Source: an optimization exercise on an open RTL-to-GDS flow (aim: small area and a short achievable clock period). Production flows keep margins and buffers that such runs may drop. Function was checked by simulation only, so behaviour that the tests miss may differ from the original. No activity file was given, so power comes from the tool's default toggle rates.

### flow/config.mk
export PLATFORM = sky130hd
export DESIGN_NAME = ecc_rmw
export DESIGN_NICKNAME = ecc_rmw
export VERILOG_FILES = /design/flow/design.v
export SDC_FILE = /design/flow/constraint.sdc
export NUM_CORES = 4
export LEC_CHECK = 0
export ABC_CLOCK_PERIOD_IN_PS = 2000
export CAP_MARGIN = 20
export CORE_MARGIN = 2
export CORE_UTILIZATION = 40
export SETUP_SLACK_MARGIN = 3.4
export SLEW_MARGIN = 20
### flow/standard.sh
#!/bin/bash
# synth_recipe.tcl (not shown) runs the flow's synth.tcl, then flattens the netlist and writes it again
# the make line also repeats each setting of config.mk as NAME=value (left out here)
make -C /OpenROAD-flow-scripts/flow DESIGN_CONFIG=/design/flow/config.mk WORK_HOME=/design/flow/orfs CLKGATE_MAP_FILE= SYNTH_SCRIPT=/design/flow/synth_recipe.tcl "${@:-finish}"
### flow/flow/run.sh
#!/bin/bash
# Standard layout, with plain buffers on the ports instead of ORFS's default choice.
set -euo pipefail
export BUFFER_PORTS_ARGS="-buffer_cell sky130_fd_sc_hd__buf_2"
bash standard.sh > standard.log 2>&1
### flow/constraint.sdc
create_clock -name core_clock -period 5.5 [get_ports {clk}]
set_input_delay 1.1000 -clock core_clock [delete_from_list [all_inputs] [get_ports {clk}]]
set_output_delay 1.1000 -clock core_clock [all_outputs]
set_load 0.01 [all_outputs]
### flow/design.v
module ecc_rmw (
    input  wire        clk,
    input  wire        rst,           
    input  wire        in_valid,
    input  wire [71:0] in_rd_cw,      
    input  wire [63:0] in_wdata,      
    input  wire [7:0]  in_wmask,      
    input  wire [7:0]  in_wpar,       
    output reg         out_valid,
    output reg  [63:0] out_rdata,     
    output reg  [7:0]  out_rpar,      
    output reg  [7:0]  out_syndrome,  
    output reg         out_sbe,       
    output reg         out_ded,       
    output reg  [71:0] out_wr_cw,     
    output reg         out_poison     
);
    localparam [511:0] HCOL = 512'hf8c73e3d3b372f1fe0d0c8c4c2c1b0a8a4a2a1989492918c8a898685837068646261585452514c4a49464543383432312c2a292625231c1a191615130e0d0b07;
    localparam [7:0] POISON_MASK = 8'h03;
    integer k;
    wire in_syn_t0 = in_rd_cw[56] ^ in_rd_cw[60];
    wire in_syn_t1 = in_rd_cw[57] ^ in_rd_cw[61];
    wire in_syn_t2 = in_rd_cw[58] ^ in_rd_cw[59];
    wire in_syn_t3 = in_rd_cw[22] ^ in_rd_cw[62];
    wire in_syn_t4 = in_rd_cw[49] ^ in_rd_cw[63];
    wire in_syn_t5 = in_rd_cw[14] ^ in_syn_t1;
    wire in_syn_t6 = in_rd_cw[2] ^ in_syn_t0;
    wire in_syn_t7 = in_rd_cw[17] ^ in_syn_t2;
    wire in_syn_t8 = in_rd_cw[12] ^ in_rd_cw[37];
    wire in_syn_t9 = in_rd_cw[7] ^ in_rd_cw[9];
    wire in_syn_t10 = in_rd_cw[33] ^ in_rd_cw[53];
    wire in_syn_t11 = in_rd_cw[5] ^ in_rd_cw[16];
    wire in_syn_t12 = in_rd_cw[24] ^ in_rd_cw[63];
    wire in_syn_t13 = in_rd_cw[28] ^ in_rd_cw[54];
    wire in_syn_t14 = in_rd_cw[31] ^ in_rd_cw[55];
    wire in_syn_t15 = in_rd_cw[11] ^ in_rd_cw[15];
    wire in_syn_t16 = in_rd_cw[19] ^ in_rd_cw[48];
    wire in_syn_t17 = in_rd_cw[4] ^ in_rd_cw[20];
    wire in_syn_t18 = in_rd_cw[40] ^ in_rd_cw[43];
    wire in_syn_t19 = in_rd_cw[8] ^ in_rd_cw[29];
    wire in_syn_t20 = in_rd_cw[39] ^ in_rd_cw[46];
    wire in_syn_t21 = in_rd_cw[50] ^ in_rd_cw[62];
    wire in_syn_t22 = in_rd_cw[25] ^ in_rd_cw[52];
    wire in_syn_t23 = in_rd_cw[27] ^ in_rd_cw[34];
    wire in_syn_t24 = in_rd_cw[45] ^ in_rd_cw[47];
    wire in_syn_t25 = in_rd_cw[42] ^ in_rd_cw[51];
    wire in_syn_t26 = in_rd_cw[0] ^ in_rd_cw[36];
    wire in_syn_t27 = in_rd_cw[13] ^ in_rd_cw[23];
    wire in_syn_t28 = in_rd_cw[35] ^ in_rd_cw[38];
    wire in_syn_t29 = in_rd_cw[21] ^ in_rd_cw[26];
    wire in_syn_t30 = in_rd_cw[1] ^ in_rd_cw[10];
    wire in_syn_t31 = in_rd_cw[18] ^ in_rd_cw[32];
    wire in_syn_t32 = in_rd_cw[41] ^ in_rd_cw[44];
    wire in_syn_t33 = in_rd_cw[3] ^ in_rd_cw[6];
    wire in_syn_t34 = in_syn_t10 ^ in_syn_t12;
    wire in_syn_t35 = in_syn_t15 ^ in_syn_t31;
    wire in_syn_t36 = in_syn_t4 ^ in_syn_t24;
    wire in_syn_t37 = in_syn_t3 ^ in_syn_t22;
    wire in_syn_t38 = in_syn_t21 ^ in_syn_t28;
    wire in_syn_t39 = in_rd_cw[30] ^ in_syn_t29;
    wire in_syn_t40 = in_syn_t13 ^ in_syn_t23;
    wire in_syn_t41 = in_syn_t20 ^ in_syn_t25;
    wire in_syn_t42 = in_syn_t17 ^ in_syn_t30;
    wire in_syn_t43 = in_syn_t8 ^ in_syn_t33;
    wire in_syn_t44 = in_syn_t9 ^ in_syn_t19;
    wire in_syn_t45 = in_rd_cw[7] ^ in_rd_cw[11];
    wire in_syn_t46 = in_rd_cw[41] ^ in_rd_cw[45];
    wire in_syn_t47 = in_rd_cw[57] ^ in_rd_cw[64];
    wire in_syn_t48 = in_syn_t2 ^ in_syn_t11;
    wire in_syn_t49 = in_syn_t26 ^ in_syn_t27;
    wire in_syn_t50 = in_syn_t45 ^ in_syn_t46;
    wire in_syn_t51 = in_syn_t47 ^ in_syn_t6;
    wire in_syn_t52 = in_syn_t38 ^ in_syn_t39;
    wire in_syn_t53 = in_syn_t42 ^ in_syn_t48;
    wire in_syn_t54 = in_syn_t49 ^ in_syn_t50;
    wire in_syn_t55 = in_syn_t51 ^ in_syn_t52;
    wire in_syn_t56 = in_syn_t53 ^ in_syn_t54;
    wire in_syn_t57 = in_syn_t55 ^ in_syn_t56;
    wire in_syn_t58 = in_rd_cw[0] ^ in_rd_cw[8];
    wire in_syn_t59 = in_rd_cw[24] ^ in_rd_cw[27];
    wire in_syn_t60 = in_rd_cw[31] ^ in_rd_cw[35];
    wire in_syn_t61 = in_rd_cw[56] ^ in_rd_cw[65];
    wire in_syn_t62 = in_syn_t3 ^ in_syn_t58;
    wire in_syn_t63 = in_syn_t59 ^ in_syn_t60;
    wire in_syn_t64 = in_syn_t61 ^ in_syn_t5;
    wire in_syn_t65 = in_syn_t7 ^ in_syn_t41;
    wire in_syn_t66 = in_syn_t42 ^ in_syn_t43;
    wire in_syn_t67 = in_syn_t62 ^ in_syn_t63;
    wire in_syn_t68 = in_syn_t64 ^ in_syn_t65;
    wire in_syn_t69 = in_syn_t66 ^ in_syn_t67;
    wire in_syn_t70 = in_syn_t68 ^ in_syn_t69;
    wire in_syn_t71 = in_rd_cw[5] ^ in_rd_cw[9];
    wire in_syn_t72 = in_rd_cw[21] ^ in_rd_cw[28];
    wire in_syn_t73 = in_rd_cw[47] ^ in_rd_cw[58];
    wire in_syn_t74 = in_rd_cw[66] ^ in_syn_t1;
    wire in_syn_t75 = in_syn_t18 ^ in_syn_t26;
    wire in_syn_t76 = in_syn_t71 ^ in_syn_t72;
    wire in_syn_t77 = in_syn_t73 ^ in_syn_t6;
    wire in_syn_t78 = in_syn_t35 ^ in_syn_t37;
    wire in_syn_t79 = in_syn_t43 ^ in_syn_t74;
    wire in_syn_t80 = in_syn_t75 ^ in_syn_t76;
    wire in_syn_t81 = in_syn_t77 ^ in_syn_t78;
    wire in_syn_t82 = in_syn_t79 ^ in_syn_t80;
    wire in_syn_t83 = in_syn_t81 ^ in_syn_t82;
    wire in_syn_t84 = in_rd_cw[1] ^ in_rd_cw[3];
    wire in_syn_t85 = in_rd_cw[15] ^ in_rd_cw[25];
    wire in_syn_t86 = in_rd_cw[38] ^ in_rd_cw[39];
    wire in_syn_t87 = in_rd_cw[40] ^ in_rd_cw[44];
    wire in_syn_t88 = in_rd_cw[59] ^ in_rd_cw[67];
    wire in_syn_t89 = in_syn_t16 ^ in_syn_t27;
    wire in_syn_t90 = in_syn_t84 ^ in_syn_t85;
    wire in_syn_t91 = in_syn_t86 ^ in_syn_t87;
    wire in_syn_t92 = in_syn_t88 ^ in_syn_t5;
    wire in_syn_t93 = in_syn_t6 ^ in_syn_t34;
    wire in_syn_t94 = in_syn_t44 ^ in_syn_t89;
    wire in_syn_t95 = in_syn_t90 ^ in_syn_t91;
    wire in_syn_t96 = in_syn_t92 ^ in_syn_t93;
    wire in_syn_t97 = in_syn_t94 ^ in_syn_t95;
    wire in_syn_t98 = in_syn_t96 ^ in_syn_t97;
    wire in_syn_t99 = in_rd_cw[4] ^ in_rd_cw[6];
    wire in_syn_t100 = in_rd_cw[18] ^ in_rd_cw[19];
    wire in_syn_t101 = in_rd_cw[26] ^ in_rd_cw[42];
    wire in_syn_t102 = in_rd_cw[43] ^ in_rd_cw[61];
    wire in_syn_t103 = in_rd_cw[68] ^ in_syn_t0;
    wire in_syn_t104 = in_syn_t4 ^ in_syn_t11;
    wire in_syn_t105 = in_syn_t32 ^ in_syn_t99;
    wire in_syn_t106 = in_syn_t100 ^ in_syn_t101;
    wire in_syn_t107 = in_syn_t102 ^ in_syn_t7;
    wire in_syn_t108 = in_syn_t40 ^ in_syn_t44;
    wire in_syn_t109 = in_syn_t103 ^ in_syn_t104;
    wire in_syn_t110 = in_syn_t105 ^ in_syn_t106;
    wire in_syn_t111 = in_syn_t107 ^ in_syn_t108;
    wire in_syn_t112 = in_syn_t109 ^ in_syn_t110;
    wire in_syn_t113 = in_syn_t111 ^ in_syn_t112;
    wire in_syn_t114 = in_rd_cw[10] ^ in_rd_cw[12];
    wire in_syn_t115 = in_rd_cw[13] ^ in_rd_cw[16];
    wire in_syn_t116 = in_rd_cw[30] ^ in_rd_cw[33];
    wire in_syn_t117 = in_rd_cw[34] ^ in_rd_cw[46];
    wire in_syn_t118 = in_rd_cw[60] ^ in_rd_cw[69];
    wire in_syn_t119 = in_syn_t14 ^ in_syn_t16;
    wire in_syn_t120 = in_syn_t114 ^ in_syn_t115;
    wire in_syn_t121 = in_syn_t116 ^ in_syn_t117;
    wire in_syn_t122 = in_syn_t118 ^ in_syn_t5;
    wire in_syn_t123 = in_syn_t7 ^ in_syn_t35;
    wire in_syn_t124 = in_syn_t36 ^ in_syn_t119;
    wire in_syn_t125 = in_syn_t120 ^ in_syn_t121;
    wire in_syn_t126 = in_syn_t122 ^ in_syn_t123;
    wire in_syn_t127 = in_syn_t124 ^ in_syn_t125;
    wire in_syn_t128 = in_syn_t126 ^ in_syn_t127;
    wire in_syn_t129 = in_rd_cw[20] ^ in_rd_cw[23];
    wire in_syn_t130 = in_rd_cw[29] ^ in_rd_cw[32];
    wire in_syn_t131 = in_rd_cw[50] ^ in_rd_cw[51];
    wire in_syn_t132 = in_rd_cw[70] ^ in_syn_t14;
    wire in_syn_t133 = in_syn_t129 ^ in_syn_t130;
    wire in_syn_t134 = in_syn_t131 ^ in_syn_t34;
    wire in_syn_t135 = in_syn_t37 ^ in_syn_t39;
    wire in_syn_t136 = in_syn_t40 ^ in_syn_t132;
    wire in_syn_t137 = in_syn_t133 ^ in_syn_t134;
    wire in_syn_t138 = in_syn_t135 ^ in_syn_t136;
    wire in_syn_t139 = in_syn_t137 ^ in_syn_t138;
    wire in_syn_t140 = in_rd_cw[36] ^ in_rd_cw[37];
    wire in_syn_t141 = in_rd_cw[48] ^ in_rd_cw[52];
    wire in_syn_t142 = in_rd_cw[53] ^ in_rd_cw[54];
    wire in_syn_t143 = in_rd_cw[55] ^ in_rd_cw[71];
    wire in_syn_t144 = in_syn_t18 ^ in_syn_t32;
    wire in_syn_t145 = in_syn_t140 ^ in_syn_t141;
    wire in_syn_t146 = in_syn_t142 ^ in_syn_t143;
    wire in_syn_t147 = in_syn_t36 ^ in_syn_t38;
    wire in_syn_t148 = in_syn_t41 ^ in_syn_t144;
    wire in_syn_t149 = in_syn_t145 ^ in_syn_t146;
    wire in_syn_t150 = in_syn_t147 ^ in_syn_t148;
    wire in_syn_t151 = in_syn_t149 ^ in_syn_t150;
    wire [7:0] in_syn = {in_syn_t151, in_syn_t139, in_syn_t128, in_syn_t113, in_syn_t98, in_syn_t83, in_syn_t70, in_syn_t57};
    reg [7:0] in_wpar_err;
    always @(*) begin
        for (k = 0; k < 8; k = k + 1)
            in_wpar_err[k] = in_wmask[k] && ((^in_wdata[8*k +: 8]) == in_wpar[k]);
    end
    reg        s0_valid;
    reg [63:0] s0_rd_data;
    reg [7:0]  s0_syn;
    reg [63:0] s0_wdata;
    reg [7:0]  s0_wmask;
    reg        s0_wpar_err;
    always @(posedge clk) begin
        if (rst) begin
            s0_valid <= 1'b0;
        end else begin
            s0_valid <= in_valid;
        end
        s0_rd_data  <= in_rd_cw[63:0];
        s0_syn      <= in_syn;
        s0_wdata    <= in_wdata;
        s0_wmask    <= in_wmask;
        s0_wpar_err <= |in_wpar_err;
    end
    reg [63:0] flip_data;
    reg [7:0]  flip_check;
    always @(*) begin
        for (k = 0; k < 64; k = k + 1)
            flip_data[k] = (s0_syn == HCOL[8*k +: 8]);
        for (k = 0; k < 8; k = k + 1)
            flip_check[k] = (s0_syn == (8'h01 << k));
    end
    wire sbe = (|flip_data) | (|flip_check);
    wire ded = (s0_syn != 8'h00) && !sbe;
    wire [63:0] corr_data = s0_rd_data ^ flip_data;
    reg [7:0] corr_par;
    always @(*) begin
        for (k = 0; k < 8; k = k + 1)
            corr_par[k] = ~^corr_data[8*k +: 8];
    end
    reg [63:0] merged;
    reg [63:0] premerged;
    reg [7:0]  kept_flip;    
    always @(*) begin
        for (k = 0; k < 8; k = k + 1) begin
            merged[8*k +: 8]    = s0_wmask[k] ? s0_wdata[8*k +: 8] : corr_data[8*k +: 8];
            premerged[8*k +: 8] = s0_wmask[k] ? s0_wdata[8*k +: 8] : s0_rd_data[8*k +: 8];
            kept_flip[k]        = !s0_wmask[k] && (|flip_data[8*k +: 8]);
        end
    end
    wire need_read = (s0_wmask != 8'hff);
    wire poison    = (need_read && ded) || s0_wpar_err;
    wire pm_check_t0 = premerged[56] ^ premerged[58];
    wire pm_check_t1 = premerged[59] ^ premerged[60];
    wire pm_check_t2 = premerged[57] ^ premerged[61];
    wire pm_check_t3 = premerged[35] ^ premerged[62];
    wire pm_check_t4 = premerged[53] ^ premerged[63];
    wire pm_check_t5 = premerged[12] ^ pm_check_t2;
    wire pm_check_t6 = premerged[0] ^ pm_check_t0;
    wire pm_check_t7 = premerged[7] ^ pm_check_t1;
    wire pm_check_t8 = premerged[39] ^ premerged[42];
    wire pm_check_t9 = premerged[1] ^ premerged[24];
    wire pm_check_t10 = premerged[17] ^ premerged[34];
    wire pm_check_t11 = premerged[10] ^ premerged[30];
    wire pm_check_t12 = premerged[15] ^ premerged[18];
    wire pm_check_t13 = premerged[48] ^ premerged[49];
    wire pm_check_t14 = premerged[14] ^ premerged[33];
    wire pm_check_t15 = premerged[27] ^ premerged[31];
    wire pm_check_t16 = premerged[16] ^ premerged[63];
    wire pm_check_t17 = premerged[25] ^ premerged[40];
    wire pm_check_t18 = premerged[52] ^ premerged[62];
    wire pm_check_t19 = premerged[4] ^ premerged[5];
    wire pm_check_t20 = premerged[38] ^ premerged[45];
    wire pm_check_t21 = premerged[50] ^ premerged[55];
    wire pm_check_t22 = premerged[36] ^ premerged[41];
    wire pm_check_t23 = premerged[23] ^ premerged[26];
    wire pm_check_t24 = premerged[9] ^ premerged[43];
    wire pm_check_t25 = premerged[21] ^ premerged[22];
    wire pm_check_t26 = premerged[8] ^ premerged[29];
    wire pm_check_t27 = premerged[6] ^ premerged[28];
    wire pm_check_t28 = premerged[2] ^ premerged[3];
    wire pm_check_t29 = premerged[19] ^ premerged[44];
    wire pm_check_t30 = premerged[11] ^ premerged[47];
    wire pm_check_t31 = premerged[51] ^ premerged[54];
    wire pm_check_t32 = premerged[37] ^ premerged[46];
    wire pm_check_t33 = pm_check_t4 ^ pm_check_t21;
    wire pm_check_t34 = premerged[32] ^ pm_check_t30;
    wire pm_check_t35 = premerged[20] ^ pm_check_t15;
    wire pm_check_t36 = premerged[13] ^ pm_check_t14;
    wire pm_check_t37 = pm_check_t3 ^ pm_check_t22;
    wire pm_check_t38 = pm_check_t26 ^ pm_check_t29;
    wire pm_check_t39 = pm_check_t18 ^ pm_check_t25;
    wire pm_check_t40 = pm_check_t24 ^ pm_check_t27;
    wire pm_check_t41 = pm_check_t8 ^ pm_check_t32;
    wire pm_check_t42 = pm_check_t10 ^ pm_check_t16;
    wire pm_check_t43 = pm_check_t17 ^ pm_check_t28;
    wire pm_check_t44 = pm_check_t12 ^ pm_check_t34;
    wire pm_check_t45 = pm_check_t5 ^ pm_check_t6;
    wire pm_check_t46 = pm_check_t31 ^ pm_check_t33;
    wire pm_check_t47 = pm_check_t7 ^ pm_check_t38;
    wire pm_check_t48 = pm_check_t20 ^ pm_check_t37;
    wire pm_check_t49 = premerged[1] ^ premerged[2];
    wire pm_check_t50 = premerged[11] ^ premerged[13];
    wire pm_check_t51 = premerged[16] ^ premerged[20];
    wire pm_check_t52 = premerged[21] ^ premerged[50];
    wire pm_check_t53 = premerged[57] ^ pm_check_t11;
    wire pm_check_t54 = pm_check_t19 ^ pm_check_t23;
    wire pm_check_t55 = pm_check_t49 ^ pm_check_t50;
    wire pm_check_t56 = pm_check_t51 ^ pm_check_t52;
    wire pm_check_t57 = pm_check_t6 ^ pm_check_t7;
    wire pm_check_t58 = pm_check_t53 ^ pm_check_t54;
    wire pm_check_t59 = pm_check_t55 ^ pm_check_t56;
    wire pm_check_t60 = pm_check_t48 ^ pm_check_t57;
    wire pm_check_t61 = pm_check_t58 ^ pm_check_t59;
    wire pm_check_t62 = pm_check_t60 ^ pm_check_t61;
    wire pm_check_t63 = premerged[3] ^ premerged[4];
    wire pm_check_t64 = premerged[6] ^ premerged[8];
    wire pm_check_t65 = premerged[10] ^ premerged[14];
    wire pm_check_t66 = premerged[17] ^ premerged[22];
    wire pm_check_t67 = premerged[51] ^ premerged[59];
    wire pm_check_t68 = pm_check_t3 ^ pm_check_t9;
    wire pm_check_t69 = pm_check_t63 ^ pm_check_t64;
    wire pm_check_t70 = pm_check_t65 ^ pm_check_t66;
    wire pm_check_t71 = pm_check_t67 ^ pm_check_t35;
    wire pm_check_t72 = pm_check_t41 ^ pm_check_t68;
    wire pm_check_t73 = pm_check_t69 ^ pm_check_t70;
    wire pm_check_t74 = pm_check_t45 ^ pm_check_t71;
    wire pm_check_t75 = pm_check_t72 ^ pm_check_t73;
    wire pm_check_t76 = pm_check_t74 ^ pm_check_t75;
    wire pm_check_t77 = premerged[5] ^ premerged[36];
    wire pm_check_t78 = premerged[37] ^ premerged[60];
    wire pm_check_t79 = pm_check_t77 ^ pm_check_t78;
    wire pm_check_t80 = pm_check_t39 ^ pm_check_t40;
    wire pm_check_t81 = pm_check_t43 ^ pm_check_t79;
    wire pm_check_t82 = pm_check_t44 ^ pm_check_t45;
    wire pm_check_t83 = pm_check_t80 ^ pm_check_t81;
    wire pm_check_t84 = pm_check_t82 ^ pm_check_t83;
    wire pm_check_t85 = premerged[9] ^ premerged[15];
    wire pm_check_t86 = premerged[23] ^ premerged[38];
    wire pm_check_t87 = premerged[39] ^ premerged[48];
    wire pm_check_t88 = premerged[56] ^ pm_check_t2;
    wire pm_check_t89 = pm_check_t4 ^ pm_check_t9;
    wire pm_check_t90 = pm_check_t85 ^ pm_check_t86;
    wire pm_check_t91 = pm_check_t87 ^ pm_check_t36;
    wire pm_check_t92 = pm_check_t43 ^ pm_check_t88;
    wire pm_check_t93 = pm_check_t89 ^ pm_check_t90;
    wire pm_check_t94 = pm_check_t47 ^ pm_check_t91;
    wire pm_check_t95 = pm_check_t92 ^ pm_check_t93;
    wire pm_check_t96 = pm_check_t94 ^ pm_check_t95;
    wire pm_check_t97 = premerged[18] ^ premerged[26];
    wire pm_check_t98 = premerged[27] ^ premerged[41];
    wire pm_check_t99 = premerged[42] ^ premerged[49];
    wire pm_check_t100 = premerged[54] ^ premerged[61];
    wire pm_check_t101 = pm_check_t0 ^ pm_check_t19;
    wire pm_check_t102 = pm_check_t97 ^ pm_check_t98;
    wire pm_check_t103 = pm_check_t99 ^ pm_check_t100;
    wire pm_check_t104 = pm_check_t40 ^ pm_check_t42;
    wire pm_check_t105 = pm_check_t101 ^ pm_check_t102;
    wire pm_check_t106 = pm_check_t103 ^ pm_check_t47;
    wire pm_check_t107 = pm_check_t104 ^ pm_check_t105;
    wire pm_check_t108 = pm_check_t106 ^ pm_check_t107;
    wire pm_check_t109 = premerged[19] ^ premerged[31];
    wire pm_check_t110 = premerged[45] ^ premerged[46];
    wire pm_check_t111 = premerged[55] ^ premerged[58];
    wire pm_check_t112 = pm_check_t1 ^ pm_check_t11;
    wire pm_check_t113 = pm_check_t13 ^ pm_check_t109;
    wire pm_check_t114 = pm_check_t110 ^ pm_check_t111;
    wire pm_check_t115 = pm_check_t5 ^ pm_check_t36;
    wire pm_check_t116 = pm_check_t42 ^ pm_check_t112;
    wire pm_check_t117 = pm_check_t113 ^ pm_check_t114;
    wire pm_check_t118 = pm_check_t44 ^ pm_check_t115;
    wire pm_check_t119 = pm_check_t116 ^ pm_check_t117;
    wire pm_check_t120 = pm_check_t118 ^ pm_check_t119;
    wire pm_check_t121 = premerged[24] ^ premerged[25];
    wire pm_check_t122 = premerged[28] ^ premerged[29];
    wire pm_check_t123 = premerged[30] ^ premerged[32];
    wire pm_check_t124 = premerged[33] ^ premerged[34];
    wire pm_check_t125 = pm_check_t23 ^ pm_check_t121;
    wire pm_check_t126 = pm_check_t122 ^ pm_check_t123;
    wire pm_check_t127 = pm_check_t124 ^ pm_check_t35;
    wire pm_check_t128 = pm_check_t39 ^ pm_check_t125;
    wire pm_check_t129 = pm_check_t126 ^ pm_check_t46;
    wire pm_check_t130 = pm_check_t127 ^ pm_check_t128;
    wire pm_check_t131 = pm_check_t129 ^ pm_check_t130;
    wire pm_check_t132 = premerged[40] ^ premerged[43];
    wire pm_check_t133 = premerged[44] ^ premerged[47];
    wire pm_check_t134 = premerged[52] ^ pm_check_t13;
    wire pm_check_t135 = pm_check_t132 ^ pm_check_t133;
    wire pm_check_t136 = pm_check_t41 ^ pm_check_t134;
    wire pm_check_t137 = pm_check_t135 ^ pm_check_t46;
    wire pm_check_t138 = pm_check_t48 ^ pm_check_t136;
    wire pm_check_t139 = pm_check_t137 ^ pm_check_t138;
    wire [7:0] pm_check = {pm_check_t139, pm_check_t131, pm_check_t120, pm_check_t108, pm_check_t96, pm_check_t84, pm_check_t76, pm_check_t62};
    wire [7:0] new_check = pm_check
                         ^ ((|kept_flip) ? s0_syn : 8'h00)
                         ^ (poison ? POISON_MASK : 8'h00);
    always @(posedge clk) begin
        if (rst) begin
            out_valid <= 1'b0;
        end else begin
            out_valid <= s0_valid;
        end
        out_rdata    <= corr_data;
        out_rpar     <= corr_par;
        out_syndrome <= s0_syn;
        out_sbe      <= sbe;
        out_ded      <= ded;
        out_wr_cw    <= {new_check, merged};
        out_poison   <= poison;
    end
endmodule
==> metrics.cfg, run 1 <==
[setup_path]
cp.arrival_ns=2.86
cp-start-kind=register
worstSetupEndpointType=register
path_max_fanout=6
max_stage_delay_ns=0.50
crit_slowest_cell=or4b_4
critical_path_class=reg2reg
worstPathRequired_ns=5.89
cp_cell_sequence=buf_12 -> or4b_4 -> o32ai_2 -> a22oi_2 -> buf_4 -> o22ai_2 -> nor3_2 -> nand3_4 -> nand2_1 -> xor3_1

[global_route]
antenna_found_initial=1
grt_remaining_overflow=0
gr-usage-all-layers_pct=25.5
grt_max_degree=19
grt_pass1_wl_um=66200
grt_pass1_vias=10300

[sta]
holdWs_ns=0.436
hold_viol=0
setup_viol_count_final=0
tightest_slew_ns=0.593
fmax_mhz=404
fin_worst_skew_ns=0.0252
period_share_pct=45.0
maxSlewViolCount=0
rsz0062_at_grt=true
fin_tns_setup_ns=0
slew_headroom_pct=60.0
min_period_ns=2.48

[floorplan]
start_util_pct=40.5
die_h_um=188
ioPinCount=311
core_region_area_mm2=0.0335
die_x_um=188
die-area_mm2=0.0355
rows=67

[logic_synthesis]
ys_seq_elements=302
synth_top_area_share_pct=44.5
netlist_instances=1226
synth_edf_count=0
synth_area_mm2=0.0136
synthArstFlopShare_pct=0
synth_top_area_cell=dfxtp_1
synth_cell_types=55
synth.most_common_cell=xnor2_1
synth_area_per_cell_um2=11.1
synth_common_cells=405 x xnor2_1, 302 x dfxtp_1, 98 x xor2_1
yosysWarnings=1
yosys-top-cells-area=dfxtp_1 44%, xnor2_1 26%, xor2_1 6.3%
synth_ff_type=dfxtp_1
synth_seq_area_share_pct=44.5
synth_fp_nets=1381

[power]
p_sw_share_pct=33.7
clockPowerShare_pct=29.2
internal_power_w=0.00584
seqPwrFrac_pct=31.8
p_switching_w=0.00296
p_per_area_mw_per_mm2=464
combPwrFrac_pct=39.0
ir_worst_vdd_v=0.000235
leakage_nw=7.83

[drt]
finalWirelength_um=46200
routed_via_density=4.80
drt_iter0_drc=673
wire_per_inst_um=22.0
drc_errors=0
firstDrtPassIters=5
ant_nets=0
vias=10100

[run]
maxCapViolCount=0

[place]
portBuffers=310
place_hpwl_um=35000
routabilityCongestion=0.940

[clocking]
clock_path_buffers=3
cts_buffers=35
tritoncts=built
cts-hold-fix-buffers=0
clk_latency_ns=0.53
h-tree-depth=2
root_buffer=clkbuf_16
clk_pin_slew_ns=0.06
clkSinkCount=302

[hold_path]
hold_class=reg2reg

[finish]
n_fill_cell=2937
antennaDiodeCount=0
nets=1778
drive_above_1_share_pct=44.5
register_area_mm2=0.00615
multi_input_area_mm2=0.00832
fin_util_pct=56.6
areaGrowthSynthToFinish_pct=39.6

[outcome]
status=no timing/DRC/antenna violations

## state kept, by name, indices dropped and copies added, names as in the netlist
name and flops:
out_valid 1, out_wr_cw 72, out_rdata 64, out_sbe 1, out_syndrome 8, out_ded 1, s0_syn 8, s0_valid 1
s0_wmask 8, out_rpar 8, s0_rd_data 64, s0_wpar_err 1, s0_wdata 64, out_poison 1
## critical path, delay by kind of cell (launching register included)
| kind | cells | cell delay [ns] |
|---|---|---|
| AND/OR/NAND/NOR | 4 | 0.75 |
| AO/OA/AOI/OAI | 3 | 0.54 |
| flip-flops | 1 | 0.37 |
| XOR/XNOR | 1 | 0.37 |
| buffers and inverters | 2 | 0.30 |
## power by group through the flow
stage	registers [W]	logic (W)	clock network, W
2_1_floorplan	0.00275	0.00193	0
3_3_place_gp	0.00290	0.00250	0
3_5_place_dp	0.00290	0.00251	0
4_1_cts	0.00280	0.00317	0.00261
5_1_grt	0.00283	0.00363	0.00270
6_report	0.00280	0.00343	0.00257
## layout by cell type, fill, tap and decap left out, drive strengths merged, types with 5 or more instances in the layout
cell type / n
xnor2: 405
buf: 398
dfxtp: 302
xor2: 98
nand2: 78
mux2: 65
mux2i: 44
clkbuf: 40
nor2: 40
a21oi: 28
o21ai: 21
nor3: 13
xnor3: 8
clkinv: 8
nand2b: 7
nor4b: 7
bufinv: 7
bufbuf: 6
a22oi: 6
nor2b: 5
clkinvlp: 5
nand3: 5
nand4: 5
and4bb: 5
## path summary, 6_finish.rpt
| path | start | endpoint | slack [ns] | cells after the start |
|---|---|---|---|---|
| worst max-delay path | s0_syn[7] | out_wr_cw[64] | 3.02 | 10 |
| worst min-delay path | s0_valid | out_valid | 0.44 | 1 |
| worst max register to register | s0_syn[7] | out_wr_cw[64] | 3.02 | 10 |
| worst min register to register | s0_valid | out_valid | 0.44 | 1 |
## routing by layer
layer / up-vias / GRT usage [%] / share of wire, %
met4: 2 / 9.98 / 3.8
met2: 385 / 41.6 / 47
li1: 4788 / - / -
met1: 4810 / 33.4 / 43
met3: 83 / 4.88 / 6.5
met5: - / 0 / 0.028
## through the flow
step	cell area (µm²)	total power, W	worst slack [ns]	std cells
final	19000	0.00880	3.02	2098
after global routing	19000	0.00915	2.96	2098
after CTS	18300	0.00859	3.01	2077
after detailed placement	15500	0.00541	1.63	1946
after global placement	15500	0.00540	1.70	1946
after floorplan	13600	0.00468	3.27	1226
## cell families after synthesis
group / after synthesis / share of synthesized area (%)
muxes: 109 / 8.65
buffers and inverters: 44 / 2.11
AOI/OAI and AO/OA: 76 / 3.50
DFF: 302 / 44.5
xor gates and xnor gates: 512 / 33.9
and+or+nand+nor: 183 / 7.38
## cell type report
| type | instances | share of cell area, % |
|---|---|---|
| multi-input cells | 880 | 43.9 |
| flip-flops and latches | 302 | 32.4 |
| repair buffers | 404 | 14.0 |
| clock buffers | 40 | 4.98 |
| well taps | 448 | 2.95 |
| clock inverters | 24 | 1.82 |
## what timing repair did
action / CTS / global route
pin swaps: 45 / 42
resized for setup: 174 / 101
setup endpoints to repair: 165 / 51
cloned: 6 / 0
setup buffers: 61 / 21
==> inputs of run 2 (changes only) <==
--- a/flow/config.mk
+++ b/flow/config.mk
@@ -10,4 +10,4 @@
 export CORE_MARGIN = 2
 export CORE_UTILIZATION = 40
-export SETUP_SLACK_MARGIN = 3.4
+export SETUP_SLACK_MARGIN = 3.1
 export SLEW_MARGIN = 20
==> metrics.cfg, run 2 <==
[logic_synthesis]
yosys-top-cells-area=dfxtp_1 44%, xnor2_1 26%, xor2_1 6.3%
synth_edf_count=0
yosysWarnings=1
synth_seq_area_share_pct=44.5
synth_area_per_cell_um2=11.1
synth_area_mm2=0.0136
netlist_instances=1226
synth_top_area_share_pct=44.5
synth.most_common_cell=xnor2_1
synth_top_area_cell=dfxtp_1
synth_common_cells=405 x xnor2_1, 302 x dfxtp_1, 98 x xor2_1
synth_fp_nets=1381
synthArstFlopShare_pct=0
ys_seq_elements=302
synth_cell_types=55
synth_ff_type=dfxtp_1

[finish]
nets=1769
multi_input_area_mm2=0.00771
register_area_mm2=0.00611
drive_above_1_share_pct=37.5
areaGrowthSynthToFinish_pct=30.8
final_cell_mix=390 x xnor2_1, 310 x buf_2, 286 x dfxtp_1
layout_commonest_cell=xnor2_1
largest_register_ffs=72
n_fill_cell=3060
antennaDiodeCount=0
top_register=out_wr_cw
fin_cells=2085

[setup_path]
max_stage_delay_ns=0.59
worstPathRequired_ns=5.93
crit_top_cell=buf_4
cp-start-kind=register
cp_top_family=simple AND/OR/NAND/NOR gates
path_buf_inv=2
crit_slowest_cell=or4_4
cp.arrival_ns=2.88
path_max_fanout=6
worstSetupEndpointType=register
cp_cell_sequence=buf_4 -> or4_4 -> o32ai_4 -> a22oi_2 -> nand4_2 -> a211oi_2 -> a41o_1 -> xor2_2 -> buf_4 -> xor3_1
critical_path_class=reg2reg

[clocking]
clk_pin_slew_ns=0.07
root_buffer=clkbuf_16
tritoncts=built
h-tree-depth=1
clk_latency_ns=0.57
cts_buffers=31
clkSinkCount=302
clock_path_buffers=3

[drt]
vias=10100
drt_iter0_drc=693
wire_per_inst_um=22.2
finalWirelength_um=46300
routed_via_density=4.84
ant_nets=0
firstDrtPassIters=5
drc_errors=0

[power]
p_sw_share_pct=34.5
p_per_area_mw_per_mm2=457
clockPowerShare_pct=25.9
leakage_nw=7.25
ir_worst_vdd_v=0.000274
p_switching_w=0.00281
combPwrFrac_pct=39.7
internal_power_w=0.00532
seqPwrFrac_pct=34.3

[global_route]
gr-usage-all-layers_pct=25.1
grt_remaining_overflow=0
antenna_found_initial=0
grt_max_degree=26
grt_pass1_wl_um=65500
grt_pass1_vias=9930

[sta]
period_share_pct=44.4
hold_viol=0
fmax_mhz=409
fin_worst_skew_ns=0.0188
setup_viol_count_final=0
maxSlewViolCount=0
rsz0062_at_grt=true
setup_slack_ns=3.06
fin_tns_setup_ns=0
min_period_ns=2.44
tightest_slew_ns=0.846
slew_headroom_pct=43.0

[place]
dp_cells=1943
dp_slack_ns=2.07
routabilityCongestion=0.913
portBuffers=310
place_hpwl_um=35500

[floorplan]
die_h_um=188
core_region_area_mm2=0.0335
ioPinCount=311
start_util_pct=40.5
rows=67
die-area_mm2=0.0355
die_x_um=188

[hold_path]
hold_class=reg2reg

[run]
maxCapViolCount=0

[outcome]
status=no timing/DRC/antenna violations

run 2: cell counts after synthesis:
Identical to the previous run, type by type.
run 2: what timing repair did:
item,in CTS,in global routing
hold buffers,0,0
setup endpoints to repair,118,13
buffers inserted,46,39
cloned,1,0
gates resized for setup,87,48
pin swaps,21,31
run 2: path summary, 6_finish.rpt:
kind | start | slack (ns) | depth (start not counted) | end
min reg2reg | s0_valid | 0.44 | 1 | out_valid
max reg2reg | s0_syn[4] | 3.06 | 10 | out_wr_cw[64]
max | s0_syn[4] | 3.06 | 10 | out_wr_cw[64]
min | s0_valid | 0.44 | 1 | out_valid
run 2: final cells by class:
type	instances	share of cell area, %
multi-input combinational	880	43.4
sequential	302	34.3
clock buffer	43	5.07
timing repair buffer	399	13.3
tap	448	3.15
clock inverter	13	0.753
run 2: metal layers:
metal,up-vias,global-route usage [%],wire length (µm)
li1,4769,-,-
met1,4824,35.8,21000
met2,426,40.3,21000
met3,79,3.46,3160
met4,0,5.77,1170
met5,-,0,0
run 2: cells by family (layout without fill, tap and decap cells):
logic type	after synthesis	after routing	share of synthesized area, %
AO/OA/AOI/OAI	76	76	3.50
XOR/XNOR	512	512	33.9
buffers and inverters	44	455	2.11
flip-flops	302	302	44.5
multiplexers	109	109	8.65
AND/OR/NAND/NOR	183	183	7.38
run 2: power groups by stage:
stage	clock network, W	logic (W)	registers (W)
2_1_floorplan	0	0.00193	0.00275
3_3_place_gp	0	0.00240	0.00298
3_5_place_dp	0	0.00242	0.00298
4_1_cts	0.00214	0.00290	0.00283
5_1_grt	0.00224	0.00341	0.00281
6_report	0.00211	0.00323	0.00279
run 2: metrics by stage:
step                area (µm²)  util, %  total power [W]  hold WS [ns]
detailed placement       15400     46.1          0.00539         0.427
global route             17800     53.0          0.00846         0.460
finish                   17800     53.0          0.00812         0.442
global placement         15400     46.1          0.00538         0.419
floorplan                13600        -          0.00468         0.326
CTS                      17200     51.4          0.00788         0.447
==> inputs of run 3 (changes only) <==
--- a/flow/config.mk
+++ b/flow/config.mk
@@ -6,5 +6,5 @@
 export NUM_CORES = 4
 export LEC_CHECK = 0
-export ABC_CLOCK_PERIOD_IN_PS = 2000
+export ABC_CLOCK_PERIOD_IN_PS = 1200
 export CAP_MARGIN = 20
 export CORE_MARGIN = 2
==> metrics.cfg, run 3 <==
[logic_synthesis]
synthArstFlopShare_pct=0
synth_area_mm2=0.0136
synthMuxAreaShare_pct=8.65
synth_top_area_share_pct=44.5
yosys.area_share.simple_pct=7.38
synth_fp_nets=1381
synth_top_family_by_area=XOR/XNOR gates
synth_seq_area_share_pct=44.5
synth_xor_area_share_pct=33.9
yosysWarnings=1
synth_common_cells=405 x xnor2_1, 302 x dfxtp_1, 98 x xor2_1
synth_top_area_cell=dfxtp_1
yosys-top-cells-area=dfxtp_1 44%, xnor2_1 26%, xor2_1 6.3%
synth.most_common_cell=xnor2_1
synth_ff_type=dfxtp_1
ys_seq_elements=302
synth_edf_count=0
synth_area_per_cell_um2=11.1
synth_cell_types=55
netlist_instances=1226
synthAdderAreaFrac_pct=0
synth-compound-area-share_pct=3.50

[setup_path]
cp.arrival_ns=2.88
path_max_fanout=6
cp-startpoint=s0_syn[4]
critical_path_class=reg2reg
worstPathRequired_ns=5.93
crit_slowest_cell=or4_4
worstSetupEndpointType=register
cp-start-kind=register
cp_top_family=simple AND/OR/NAND/NOR gates
crit_top_cell=buf_4
cp_cell_sequence=buf_4 -> or4_4 -> o32ai_4 -> a22oi_2 -> nand4_2 -> a211oi_2 -> a41o_1 -> xor2_2 -> buf_4 -> xor3_1
max_stage_delay_ns=0.59
r2r_start=s0_syn[4]
path_buf_inv=2

[power]
ir_worst_vdd_v=0.000274
p_switching_w=0.00281
p_per_area_mw_per_mm2=457
clockPowerShare_pct=25.9
internal_power_w=0.00532
leakage_nw=7.25
seqPwrFrac_pct=34.3
combPwrFrac_pct=39.7
p_sw_share_pct=34.5

[finish]
multi_input_area_mm2=0.00771
drive_above_1_share_pct=37.5
final_cell_mix=390 x xnor2_1, 310 x buf_2, 286 x dfxtp_1
layout_commonest_cell=xnor2_1
nets=1769
n_fill_cell=3060
areaGrowthSynthToFinish_pct=30.8
register_area_mm2=0.00611
largest_register_ffs=72
top_register=out_wr_cw
antennaDiodeCount=0

[global_route]
grt_max_degree=26
gr-usage-all-layers_pct=25.1
grt_remaining_overflow=0
grt_pass1_wl_um=65500
grt_pass1_vias=9930
antenna_found_initial=0

[drt]
vias=10100
ant_nets=0
firstDrtPassIters=5
finalWirelength_um=46300
wire_per_inst_um=22.2
drc_errors=0
routed_via_density=4.84
drt_iter0_drc=693

[floorplan]
core_region_area_mm2=0.0335
start_util_pct=40.5
ioPinCount=311
rows=67
die-area_mm2=0.0355
die_h_um=188
die_x_um=188

[hold_path]
worstHoldStart=s0_valid
hold_class=reg2reg

[clocking]
cts_buffers=31
root_buffer=clkbuf_16
clkSinkCount=302
clk_pin_slew_ns=0.07
clock_path_buffers=3
tritoncts=built
clk_latency_ns=0.57
cts-hold-fix-buffers=0
h-tree-depth=1

[sta]
fmax_mhz=409
fin_tns_setup_ns=0
setup_viol_count_final=0
setup_slack_ns=3.06
fin_worst_skew_ns=0.0188
period_share_pct=44.4
tightest_slew_ns=0.846
hold_viol=0
min_period_ns=2.44
rsz0062_at_grt=true
maxSlewViolCount=0
slew_headroom_pct=43.0

[place]
portBuffers=310
dp_slack_ns=2.07
place_hpwl_um=35500
routabilityCongestion=0.913

[run]
maxCapViolCount=0

[outcome]
status=no timing/DRC/antenna violations

==> run 3: path summary, 6_finish.rpt <==
| kind | slack (ns) | endpoint | depth (start not counted) |
|---|---|---|---|
| worst max-delay path | 3.06 | out_wr_cw[64] | 10 |
| worst min-delay path | 0.44 | out_valid | 1 |
| worst max register to register | 3.06 | out_wr_cw[64] | 10 |
| worst min register to register | 0.44 | out_valid | 1 |
==> run 3: power groups by stage <==
stage | clock [W] | sequential, W | combinational, W
after floorplan | 0 | 0.00275 | 0.00193
after global placement | 0 | 0.00298 | 0.00240
after detailed placement | 0 | 0.00298 | 0.00242
after CTS | 0.00214 | 0.00283 | 0.00290
after global routing | 0.00224 | 0.00281 | 0.00341
final | 0.00211 | 0.00279 | 0.00323
==> run 3: logic make-up after synthesis <==
family	count (synthesis)
multiplexers	109
buffers and inverters	44
XOR/XNOR	512
AO/OA/AOI/OAI	76
AND/OR/NAND/NOR	183
flip-flops	302
==> run 3: cell type report <==
cell class,count,area share [%]
multi-input cells,880,43.4
flip-flops and latches,302,34.3
repair buffers,399,13.3
clock buffers,43,5.07
well taps,448,3.15
clock inverters,13,0.753
==> run 3: per-layer routing <==
layer | routed length, µm | track usage (%) | up-vias
met5 | 0 | 0 | -
met4 | 1170 | 5.77 | 0
met3 | 3160 | 3.46 | 79
met2 | 21000 | 40.3 | 426
met1 | 21000 | 35.8 | 4824
li1 | - | - | 4769
==> run 3: per-stage QoR <==
step	cell area [µm²]	utilization (%)	power, W	std cells	hold slack [ns]
2_1_floorplan	13600	-	0.00468	1226	0.326
3_3_place_gp	15400	46.1	0.00538	1943	0.419
3_5_place_dp	15400	46.1	0.00539	1943	0.427
4_1_cts	17200	51.4	0.00788	2046	0.447
5_1_grt	17800	53.0	0.00846	2085	0.460
6_report	17800	53.0	0.00812	2085	0.442
==> run 3: what timing repair did <==
item,4_1_cts,5_1_grt
pin swaps,21,31
cloned,1,0
setup buffers,46,39
gates resized for setup,87,48
endpoints found under the setup margin,118,13
==> inputs of run 4 (changes only) <==
--- a/flow/config.mk
+++ b/flow/config.mk
@@ -6,5 +6,4 @@
 export NUM_CORES = 4
 export LEC_CHECK = 0
-export ABC_CLOCK_PERIOD_IN_PS = 1200
 export CAP_MARGIN = 20
 export CORE_MARGIN = 2
==> metrics.cfg, run 4 <==
[floorplan]
die_h_um=188
start_util_pct=40.5
die_x_um=188
rows=67
core_region_area_mm2=0.0335
ioPinCount=311
die-area_mm2=0.0355

[sta]
rsz0062_at_grt=true
period_share_pct=44.4
maxSlewViolCount=0
min_period_ns=2.44
tightest_slew_ns=0.846
fmax_mhz=409
setup_slack_ns=3.06
setup_viol_count_final=0
fin_worst_skew_ns=0.0188
fin_tns_setup_ns=0
slew_headroom_pct=43.0
hold_viol=0

[global_route]
antenna_found_initial=0
grt_max_degree=26
grt_pass1_wl_um=65500
gr-usage-all-layers_pct=25.1
grt_pass1_vias=9930
grt_remaining_overflow=0

[logic_synthesis]
yosys-top-cells-area=dfxtp_1 44%, xnor2_1 26%, xor2_1 6.3%
yosysWarnings=1
synth_area_mm2=0.0136
synth_common_cells=405 x xnor2_1, 302 x dfxtp_1, 98 x xor2_1
synth_seq_area_share_pct=44.5
synth_top_area_share_pct=44.5
synth_fp_nets=1381
synth.most_common_cell=xnor2_1
netlist_instances=1226
synth_cell_types=55
synth_edf_count=0
synthArstFlopShare_pct=0
synth_top_area_cell=dfxtp_1
synth_area_per_cell_um2=11.1
ys_seq_elements=302
synth_ff_type=dfxtp_1

[setup_path]
cp_cell_sequence=buf_4 -> or4_4 -> o32ai_4 -> a22oi_2 -> nand4_2 -> a211oi_2 -> a41o_1 -> xor2_2 -> buf_4 -> xor3_1
r2r_start=s0_syn[4]
cp-startpoint=s0_syn[4]
cp.arrival_ns=2.88
r2r_slack_ns=3.06
endpoint=out_wr_cw[64]
reg2regPathDepth=10
crit_top_cell=buf_4
crit_slowest_cell=or4_4
max_stage_delay_ns=0.59
worstSetupEndpointType=register
cp-start-kind=register
critical_path_class=reg2reg
rr_endpoint=out_wr_cw[64]
path_max_fanout=6
worstPathRequired_ns=5.93

[finish]
final_cell_mix=390 x xnor2_1, 310 x buf_2, 286 x dfxtp_1
largest_register_ffs=72
areaGrowthSynthToFinish_pct=30.8
drive_above_1_share_pct=37.5
top_register=out_wr_cw
nets=1769
n_fill_cell=3060
layout_commonest_cell=xnor2_1
antennaDiodeCount=0

[hold_path]
worstHoldStart=s0_valid
hold_class=reg2reg

[drt]
ant_nets=0
vias=10100
wire_per_inst_um=22.2
firstDrtPassIters=5
drt_iter0_drc=693
drc_errors=0
finalWirelength_um=46300
routed_via_density=4.84

[power]
ir_worst_vdd_v=0.000274
leakage_nw=7.25
p_per_area_mw_per_mm2=457

[run]
maxCapViolCount=0

[clocking]
tritoncts=built
clk_latency_ns=0.57
clock_path_buffers=3
h-tree-depth=1
cts-hold-fix-buffers=0
cts_buffers=31
root_buffer=clkbuf_16
clkSinkCount=302
clk_pin_slew_ns=0.07

[place]
routabilityCongestion=0.913
place_hpwl_um=35500
portBuffers=310
dp_slack_ns=2.07

[outcome]
status=no timing/DRC/antenna violations

==> run 4: layer usage <==
layer / global-route usage [%] / share of wire (%) / vias to the layer above
met1: 35.8 / 45 / 4824
met4: 5.77 / 2.5 / 0
li1: - / - / 4769
met5: 0 / 0 / -
met2: 40.3 / 45 / 426
met3: 3.46 / 6.8 / 79
==> run 4: repair_timing <==
item | 4_1_cts | 5_1_grt
pin swaps | 21 | 31
resized for setup | 87 | 48
endpoints found under the setup margin | 118 | 13
setup buffers | 46 | 39
gates cloned | 1 | 0
==> run 4: worst max-delay path: cells and delay by family (launching register included) <==
kind / cells / cell delay (ns)
buffers and inverters: 2 / 0.31
XOR/XNOR: 2 / 0.40
AND/OR/NAND/NOR: 2 / 0.68
AO/OA/AOI/OAI: 4 / 0.56
flip-flops: 1 / 0.38
==> run 4: metrics by stage <==
step | cells | utilization, % | hold slack, ns | cell area, µm² | power (W)
2_1_floorplan | 1226 | - | 0.326 | 13600 | 0.00468
3_3_place_gp | 1943 | 46.1 | 0.419 | 15400 | 0.00538
3_5_place_dp | 1943 | 46.1 | 0.427 | 15400 | 0.00539
4_1_cts | 2046 | 51.4 | 0.447 | 17200 | 0.00788
5_1_grt | 2085 | 53.0 | 0.460 | 17800 | 0.00846
6_report | 2085 | 53.0 | 0.442 | 17800 | 0.00812
==> run 4: cells by family after synthesis <==
family                    Yosys count  synth area share [%]
AOI/OAI and AO/OA                  76                  3.50
xor gates and xnor gates          512                  33.9
buffers and inverters              44                  2.11
DFF                               302                  44.5
and+or+nand+nor                   183                  7.38
muxes                             109                  8.65
==> run 4: area by class of cell <==
type,count,area (µm²),share of cell area (%)
Tap cell,448,561,3.15
Sequential cell,302,6110,34.3
Timing Repair Buffer,399,2370,13.3
Multi-Input combinational cell,880,7710,43.4
Clock buffer,43,901,5.07
Clock inverter,13,134,0.753
==> run 4: worst min path at each step <==
stage                            endpoint  slack (ns)  cells past startpoint
after global routing            out_valid        0.46                      1
after global placement          out_valid        0.42                      1
after detailed placement        out_valid        0.43                      1
after floorplan           out_syndrome[3]        0.33                      0
final                           out_valid        0.44                      1
after CTS                       out_valid        0.45                      1
==> run 4: power by group <==
part / leakage (nW) / total, W / internal [W] / switching, W
clock network: 0.505 / 0.00211 / 0.00123 / 0.000873
logic: 4.20 / 0.00323 / 0.00158 / 0.00165
registers: 2.55 / 0.00279 / 0.00251 / 0.000283
==> inputs of run 5 (changes only) <==
==> flow/flow/run.sh (replaced) <==
#!/bin/bash
# Standard layout, with plain buffers on the ports instead of ORFS's default choice.
set -euo pipefail
export BUFFER_PORTS_ARGS="-buffer_cell sky130_fd_sc_hd__buf_1"
bash standard.sh > standard.log 2>&1
--- a/flow/config.mk
+++ b/flow/config.mk
@@ -6,7 +6,9 @@
 export NUM_CORES = 4
 export LEC_CHECK = 0
+export ABC_CLOCK_PERIOD_IN_PS = 2000
 export CAP_MARGIN = 20
 export CORE_MARGIN = 2
 export CORE_UTILIZATION = 40
-export SETUP_SLACK_MARGIN = 3.1
+export CTS_BUF_LIST = sky130_fd_sc_hd__clkbuf_4 sky130_fd_sc_hd__clkbuf_8
+export SETUP_SLACK_MARGIN = 3.4
 export SLEW_MARGIN = 20
==> metrics.cfg, run 5 <==
[place]
place_area_mm2=0.0151
dp_cells=1946
portBuffers=310
routabilityCongestion=0.896
place_hpwl_um=34900

[logic_synthesis]
synth_common_cells=405 x xnor2_1, 302 x dfxtp_1, 98 x xor2_1
synth_edf_count=0
synth_top_area_share_pct=44.5
synth_ff_type=dfxtp_1
synth_area_per_cell_um2=11.1
synth_fp_nets=1381
synth_top_area_cell=dfxtp_1
synthArstFlopShare_pct=0
synth_area_mm2=0.0136
yosysWarnings=1
yosys-top-cells-area=dfxtp_1 44%, xnor2_1 26%, xor2_1 6.3%
ys_seq_elements=302
synth.most_common_cell=xnor2_1
netlist_instances=1226
synth_cell_types=55
synth_seq_area_share_pct=44.5

[setup_path]
cp-start-kind=register
cp.arrival_ns=2.95
worstSetupEndpointType=register
critical_path_class=reg2reg
r2r_start=s0_syn[6]
r2r_slack_ns=3.04
worstPathRequired_ns=5.99
reg2regPathDepth=10
rr_endpoint=out_wr_cw[65]
path_max_fanout=25

[sta]
slew_headroom_pct=55.1
holdWs_ns=0.433
fin_tns_setup_ns=0
setup_viol_count_final=0
hold_viol=0
fmax_mhz=406
min_period_ns=2.46
maxSlewViolCount=0
rsz0062_at_grt=true
fin_worst_skew_ns=0.0397
tightest_slew_ns=0.667
period_share_pct=44.8

[drt]
wire_per_inst_um=22.2
routed_via_density=4.85
ant_nets=0
firstDrtPassIters=5
drc_errors=0
drt_iter0_drc=661
vias=10400
finalWirelength_um=47600

[finish]
drive_above_1_share_pct=40.6
n_fill_cell=2837
areaGrowthSynthToFinish_pct=43.2
layout_commonest_cell=xnor2_1
final_cell_area_mm2=0.0195
fin_cells=2143
final_cell_mix=349 x xnor2_1, 185 x dfxtp_1, 152 x buf_1
top_register=out_wr_cw
register_area_mm2=0.00623
largest_register_ffs=72
antennaDiodeCount=0
multi_input_area_mm2=0.00836
nets=1811

[floorplan]
start_util_pct=40.5
die_h_um=188
rows=67
core_region_area_mm2=0.0335
ioPinCount=311
die-area_mm2=0.0355
die_x_um=188

[clocking]
h-tree-depth=2
cts_buffers=49
clock_path_buffers=3
cts-hold-fix-buffers=0
tritoncts=built
clk_pin_slew_ns=0.07
clk_latency_ns=0.61
clkSinkCount=302
root_buffer=clkbuf_8

[power]
ir_worst_vdd_v=0.000207
leakage_nw=7.68
p_per_area_mw_per_mm2=454

[global_route]
grt_pass1_wl_um=67800
grt_pass1_vias=10700
grt_max_degree=26
grt_remaining_overflow=0
antenna_found_initial=2
gr-usage-all-layers_pct=26.0

[hold_path]
holdPathStages=1
hold_class=reg2reg
worstHoldStart=s0_valid
holdPathEnd=out_valid

[outcome]
status=no timing/DRC/antenna violations

[run]
maxCapViolCount=0

run 5: cell counts after synthesis:
No cell type changed its count.
run 5: worst max-delay path by stage:
stage,to,start
detailed placement,out_wr_cw[64],s0_syn[2]
floorplan,out_wr_cw[64],s0_syn[4]
global route,out_wr_cw[64],s0_syn[6]
global placement,out_wr_cw[64],s0_syn[2]
CTS,out_wr_cw[64],s0_syn[7]
finish,out_wr_cw[65],s0_syn[6]
run 5: critical path, stage by stage (launching register included):
cell and delay [ns]:
dfxtp_1 0.33, buf_12 0.17, or4_4 0.55, mux2i_2 0.27, a22oi_2 0.12, buf_4 0.15
o22ai_1 0.15, nor3_2 0.10, nand3_4 0.10, nand2_1 0.06, xnor3_1 0.34
run 5: layout make-up:
cell class	instances	area share, %
Multi-Input combinational cell	880	42.9
Sequential cell	302	32.0
Timing Repair Buffer	423	16.0
Clock buffer	64	4.20
Tap cell	448	2.88
Clock inverter	26	1.99
run 5: logic make-up (layout without fill, tap and decap cells):
logic type,after synthesis,after routing,synth area share (%)
xor gates and xnor gates,512,512,33.9
DFF,302,302,44.5
and+or+nand+nor,183,183,7.38
muxes,109,109,8.65
AOI/OAI and AO/OA,76,76,3.50
buffers and inverters,44,513,2.11
run 5: metal layers:
layer,vias to the layer above,GRT usage [%],part of all wire (%)
met5,-,0,0.031
met4,2,11.9,4.4
met3,98,6.03,7.7
met2,445,41.5,46
met1,4987,33.5,42
li1,4864,-,-
run 5: stage by stage:
step                      util, %  setup slack (ns)  total power [W]
after global routing         58.1              2.96          0.00918
after detailed placement     45.1              1.80          0.00536
after floorplan                 -              3.27          0.00468
after CTS                    55.1              3.07          0.00852
final                        58.1              3.04          0.00883
after global placement       45.1              1.81          0.00534
run 5: what timing repair did:
action                     4_1_cts  5_1_grt
setup buffers                   81       23
setup endpoints to repair      297      184
gates cloned                     3        0
pin swaps                       49       51
resized for setup              424      176
run 5: power breakdown:
part / internal (W) / switching, W
clock: 0.00145 / 0.000940
combinational: 0.00185 / 0.00174
sequential: 0.00253 / 0.000313
==> inputs of run 6 (changes only) <==
==> flow/flow/run.sh (replaced) <==
#!/bin/bash
# Standard layout with plain port buffers, no CTS dummy loads, and power/area
# recovery of non-critical gates after global routing.
set -euo pipefail
export BUFFER_PORTS_ARGS="-buffer_cell sky130_fd_sc_hd__buf_2"
export CTS_ARGS="-sink_clustering_enable -repair_clock_nets -dont_use_dummy_load"
export RECOVER_POWER=100
bash standard.sh > standard.log 2>&1
==> flow/config.mk (replaced) <==
export PLATFORM = sky130hd
export DESIGN_NAME = ecc_rmw
export DESIGN_NICKNAME = ecc_rmw
export VERILOG_FILES = /design/flow/design.v
export SDC_FILE = /design/flow/constraint.sdc
export NUM_CORES = 4
export LEC_CHECK = 0
export CAP_MARGIN = 20
export CORE_MARGIN = 2
export CORE_UTILIZATION = 40
export SETUP_SLACK_MARGIN = 3.1
export SLEW_MARGIN = 20
==> metrics.cfg, run 6 <==
[outcome]
status=no timing/DRC/antenna violations

[sta]
maxSlewViolCount=0
tightest_slew_ns=1.13
fin_tns_setup_ns=0
hold_viol=0
holdWs_ns=0.441
slew_headroom_pct=23.5
fin_worst_skew_ns=0.0165
setup_viol_count_final=0
period_share_pct=61.1
min_period_ns=3.36
fmax_mhz=297
rsz0062_at_grt=true

[setup_path]
max_stage_delay_ns=0.75
critical_path_class=reg2reg
path_buf_inv=1
cp.arrival_ns=3.79
cp-start-kind=register
cp_top_family=simple AND/OR/NAND/NOR gates
worstSetupEndpointType=register
crit_slowest_cell=nor4b_1
cp_cell_sequence=clkbuf_1 -> nor4b_1 -> o21ai_0 -> o21ai_0 -> a21oi_2 -> o22a_1 -> nand3_1 -> nand2_1 -> xor3_1
worstPathRequired_ns=5.93
path_max_fanout=13
crit_top_cell=o21ai_0

[logic_synthesis]
synth_top_family_by_area=XOR/XNOR gates
yosys-top-cells-area=dfxtp_1 44%, xnor2_1 26%, xor2_1 6.3%
synth_cell_types=55
synthAdderAreaFrac_pct=0
netlist_instances=1226
synth_ff_type=dfxtp_1
synth.most_common_cell=xnor2_1
synth_fp_nets=1381
ys_seq_elements=302
synth_common_cells=405 x xnor2_1, 302 x dfxtp_1, 98 x xor2_1
synth_top_area_cell=dfxtp_1
synthArstFlopShare_pct=0
synth_xor_area_share_pct=33.9
yosysWarnings=1
synth_top_area_share_pct=44.5
synthMuxAreaShare_pct=8.65
synth_seq_area_share_pct=44.5
synth_area_mm2=0.0136
synth_area_per_cell_um2=11.1
yosys.area_share.simple_pct=7.38
synth_edf_count=0
synth-compound-area-share_pct=3.50

[floorplan]
die_h_um=188
start_util_pct=40.5
core_region_area_mm2=0.0335
rows=67
die_x_um=188
ioPinCount=311
die-area_mm2=0.0355

[clocking]
h-tree-depth=1
clk_pin_slew_ns=0.06
cts_buffers=31
cts-hold-fix-buffers=0
tritoncts=built
clk_latency_ns=0.56
clkSinkCount=302
clock_path_buffers=3
root_buffer=clkbuf_16

[finish]
largest_register_ffs=72
final_cell_mix=394 x xnor2_1, 303 x clkbuf_1, 292 x dfxtp_1
top_register=out_wr_cw
drive_above_1_share_pct=15.7
nets=1765
areaGrowthSynthToFinish_pct=24.1
antennaDiodeCount=0
n_fill_cell=3238
layout_commonest_cell=xnor2_1

[power]
leakage_nw=6.20
p_per_area_mw_per_mm2=450
power_w=0.00759
ir_worst_vdd_v=0.000261

[place]
portBuffers=310
place_hpwl_um=35500
routabilityCongestion=0.913

[drt]
vias=10000
dr_wl_met3_um=3220
finalWirelength_um=46600
dr_wl_met2_um=21100
routed_via_density=4.89
firstDrtPassIters=5
drt_iter0_drc=645
met1_length_um=21300
wire_per_inst_um=22.6
drc_errors=0
maxUsedRoutingLayer=met4
ant_nets=0

[global_route]
grt_pass1_vias=10000
gr-usage-all-layers_pct=25.4
antenna_found_initial=0
grt_max_degree=26
grt_remaining_overflow=0
grt_pass1_wl_um=66100

[hold_path]
hold_class=reg2reg

[run]
maxCapViolCount=0

==> run 6: cell count changes in the layout (fill, tap and decap cells not counted), moves of 45 or more <==
cell,change
buf_1,-152
buf_6,-112
clkbuf_1,+303
clkbuf_8,-54
dfxtp_1,+107
dfxtp_2,-101
xnor2_1,+45
==> run 6: logic make-up (layout without fill, tap and decap cells) <==
group / count (synthesis) / count (layout)
AOI/OAI and AO/OA: 76 / 76
xor gates and xnor gates: 512 / 512
buffers and inverters: 44 / 426
DFF: 302 / 302
muxes: 109 / 109
and+or+nand+nor: 183 / 183
==> run 6: final timing paths <==
check,startpoint,endpoint,slack (ns),cells after the start
min,s0_valid,out_valid,0.44,1
min reg2reg,s0_valid,out_valid,0.44,1
max,s0_syn[7],out_wr_cw[64],2.14,9
max reg2reg,s0_syn[7],out_wr_cw[64],2.14,9
==> run 6: power by group <==
part           switching [W]  internal, W  total (W)
logic                0.00157      0.00145    0.00302
clock network       0.000780     0.000978    0.00176
registers           0.000311      0.00249    0.00280
total                0.00267      0.00492    0.00759
==> run 6: repair_timing <==
item	in CTS	in global routing
gates cloned	3	0
setup buffers	60	19
endpoints found under the setup margin	117	15
pin swaps	25	18
resized for setup	89	41
==> run 6: layout make-up <==
cell class | count | area, µm² | area share, %
flip-flops and latches | 302 | 6080 | 36.1
clock buffers | 31 | 776 | 4.60
multi-input cells | 880 | 7510 | 44.6
repair buffers | 395 | 1930 | 11.5
well taps | 448 | 561 | 3.32
==> run 6: layer usage <==
layer	up-vias	GRT usage, %
met4	0	5.77
li1	4738	-
met2	432	40.7
met5	-	0
met3	57	3.69
met1	4818	36.1
==> run 6: metrics by stage <==
step | utilization [%] | cell area [µm²] | instances | worst slack, ns
floorplan | - | 13600 | 1226 | 3.12
global placement | 46.1 | 15400 | 1943 | 2.12
detailed placement | 46.1 | 15400 | 1943 | 2.07
CTS | 51.1 | 17100 | 2037 | 3.07
global route | 50.3 | 16900 | 2056 | 1.85
finish | 50.3 | 16900 | 2056 | 2.14
==> inputs of run 7 (changes only) <==
==> flow/flow/run.sh (replaced) <==
#!/bin/bash
# Standard layout with plain port buffers, no CTS dummy loads.
set -euo pipefail
export BUFFER_PORTS_ARGS="-buffer_cell sky130_fd_sc_hd__buf_2"
export CTS_ARGS="-sink_clustering_enable -repair_clock_nets -dont_use_dummy_load"
bash standard.sh > standard.log 2>&1
--- a/flow/config.mk
+++ b/flow/config.mk
@@ -6,7 +6,8 @@
 export NUM_CORES = 4
 export LEC_CHECK = 0
+export ABC_AREA = 1
 export CAP_MARGIN = 20
 export CORE_MARGIN = 2
 export CORE_UTILIZATION = 40
-export SETUP_SLACK_MARGIN = 3.1
+export SETUP_SLACK_MARGIN = 3.25
 export SLEW_MARGIN = 20
==> metrics.cfg, run 7 <==
[setup_path]
max_stage_delay_ns=0.36
path_max_fanout=3
cp.arrival_ns=2.61
reg2regPathDepth=16
cp_top_family=XOR/XNOR gates
cp_cell_sequence=buf_2 -> xnor2_2 -> xor2_2 -> xor2_1 -> xor2_1 -> xor2_1
worstSetupEndpointType=register
cp-start-kind=input port
r2r_slack_ns=3.29
r2r_start=s0_syn[4]
worstPathRequired_ns=5.90
critical_path_class=in2reg
rr_endpoint=out_wr_cw[65]
crit_slowest_cell=xor2_1
path_buf_inv=1
crit_top_cell=xor2_1

[global_route]
grt_pass1_wl_um=72200
grt_max_degree=23
gr-usage-all-layers_pct=26.9
grt_remaining_overflow=0
grt_pass1_vias=12000
antenna_found_initial=2

[power]
ir_worst_vdd_v=0.000206
power_w=0.00719
leakage_nw=9.09
p_sw_share_pct=36.7
p_switching_w=0.00264
combPwrFrac_pct=35.7
clockPowerShare_pct=26.9
internal_power_w=0.00456
p_per_area_mw_per_mm2=397
seqPwrFrac_pct=37.4

[logic_synthesis]
synth_seq_area_share_pct=42.8
yosysWarnings=1
synth_area_mm2=0.0141
netlist_instances=1799
synthArstFlopShare_pct=0
synth_cell_types=31
yosys-top-cells-area=dfxtp_1 43%, nand2_1 18%, xnor2_1 15%
synth_area_per_cell_um2=7.84
synth_edf_count=0
synth_top_area_cell=dfxtp_1
synth_top_area_share_pct=42.8
synth_ff_type=dfxtp_1
ys_seq_elements=302
synth.most_common_cell=nand2_1
synth_common_cells=666 x nand2_1, 302 x dfxtp_1, 240 x xnor2_1
synth_fp_nets=1954

[finish]
drive_above_1_share_pct=28.0
areaGrowthSynthToFinish_pct=28.5
fin_util_pct=52.3
largest_register_ffs=72
fin_cells=2640
top_register=out_wr_cw
final_cell_mix=593 x nand2_1, 310 x buf_2, 286 x dfxtp_1
layout_commonest_cell=nand2_1
nets=2341

[sta]
tightest_slew_ns=0.603
slew_headroom_pct=59.5
fin_tns_setup_ns=0
hold_viol=0
rsz0062_at_grt=true
fin_worst_skew_ns=0.0826
setup_slack_ns=3.28
maxSlewViolCount=0
setup_viol_count_final=0
min_period_ns=2.22
period_share_pct=40.3
fmax_mhz=451

[hold_path]
hold_class=reg2reg
holdPathEnd=out_valid
holdPathStages=2
worstHoldStart=s0_valid

[place]
dp_slack_ns=2.62
place_hpwl_um=42000
routabilityCongestion=0.967
portBuffers=310
dp_cells=2548

[clocking]
clk_pin_slew_ns=0.06
clkSinkCount=302
cts_buffers=35
clk_latency_ns=0.54
root_buffer=clkbuf_16
clock_path_buffers=3
h-tree-depth=2
tritoncts=built

[drt]
routed_via_density=4.83
vias=12800
firstDrtPassIters=7
finalWirelength_um=51100
drc_errors=0
drt_iter0_drc=806
wire_per_inst_um=19.4
ant_nets=0

[floorplan]
ioPinCount=311
die_h_um=192
core_region_area_mm2=0.0346
die-area_mm2=0.0368
die_x_um=192
start_util_pct=40.8
rows=68

[run]
maxCapViolCount=0

[outcome]
status=no timing/DRC/antenna violations

## run 7: timing repair
action,in CTS,in global routing
endpoints found under the setup margin,19,11
hold buffers,0,0
pin swaps,4,21
gates resized for setup,83,139
setup buffers,19,37
## run 7: worst max path at each step
| stage | startpoint | endpoint | slack [ns] | cells past startpoint |
|---|---|---|---|---|
| finish | in_rd_cw[57] | s0_syn[1] | 3.28 | 6 |
| global route | s0_syn[4] | out_wr_cw[65] | 3.16 | 16 |
| CTS | s0_wmask[5] | out_wr_cw[65] | 3.20 | 20 |
| detailed placement | in_rd_cw[57] | s0_syn[1] | 2.62 | 6 |
| global placement | in_rd_cw[57] | s0_syn[5] | 2.56 | 6 |
| floorplan | in_rd_cw[56] | s0_syn[2] | 3.27 | 8 |
## run 7: power by group through the flow
stage	Sequential, W	Combinational [W]	Clock, W
floorplan	0.00271	0.00141	0
global placement	0.00270	0.00224	0
detailed placement	0.00270	0.00226	0
CTS	0.00266	0.00241	0.00197
global route	0.00271	0.00278	0.00205
finish	0.00269	0.00257	0.00194
## run 7: worst register-to-register path: stages (launching register included)
cell	delay (ns)
dfxtp_4	0.40
inv_4	0.09
nand2_4	0.07
nor2_4	0.33
nand2_2	0.14
nand2_1	0.10
nor2_1	0.06
nand2_2	0.11
nand2_1	0.06
nand2_1	0.09
nor2_1	0.06
nand2_2	0.12
nand2_1	0.10
nand3_1	0.11
nand2_1	0.07
nand2_1	0.05
nand2_1	0.05
## run 7: layout make-up
class,instances,area (µm²)
Fill cell,3353,16500
Multi-Input combinational cell,1337,8020
Tap cell,455,569
Timing Repair Buffer,366,1990
Clock buffer,35,876
Inverter,144,566
Antenna cell,1,2.50
Sequential cell,302,6100
## run 7: logic make-up (layout without fill, tap and decap cells)
kind of cell,count (synthesis),count (layout),share of synthesized area [%]
AO/OA/AOI/OAI,52,52,2.15
XOR/XNOR,401,401,25.2
flip-flops,302,302,42.8
buffers and inverters,160,545,4.62
AND/OR/NAND/NOR,884,884,25.2
other,0,1,0
## run 7: per-layer routing
layer	GRT usage, %	vias up	wire (µm)
met5	0	-	13
met4	8.40	2	1540
met3	4.60	86	3480
met2	45.1	495	24000
met1	35.3	5977	22100
li1	-	6194	-
## run 7: stage by stage
stage                     cell area (µm²)  hold slack [ns]
after floorplan                     14100            0.376
after global placement              16100            0.397
after detailed placement            16100            0.406
after CTS                           17400            0.415
after global routing                18100            0.443
final                               18100            0.411

Re-timed with assumed drivers on the ports (clkbuf_16 on the clock, buf_2 on other inputs), run 7 has 3.278 ns of setup slack against 3.282 ns with ideal ports, and 2.768 ns once port delays also move by the mid clock arrival of 0.552 ns.
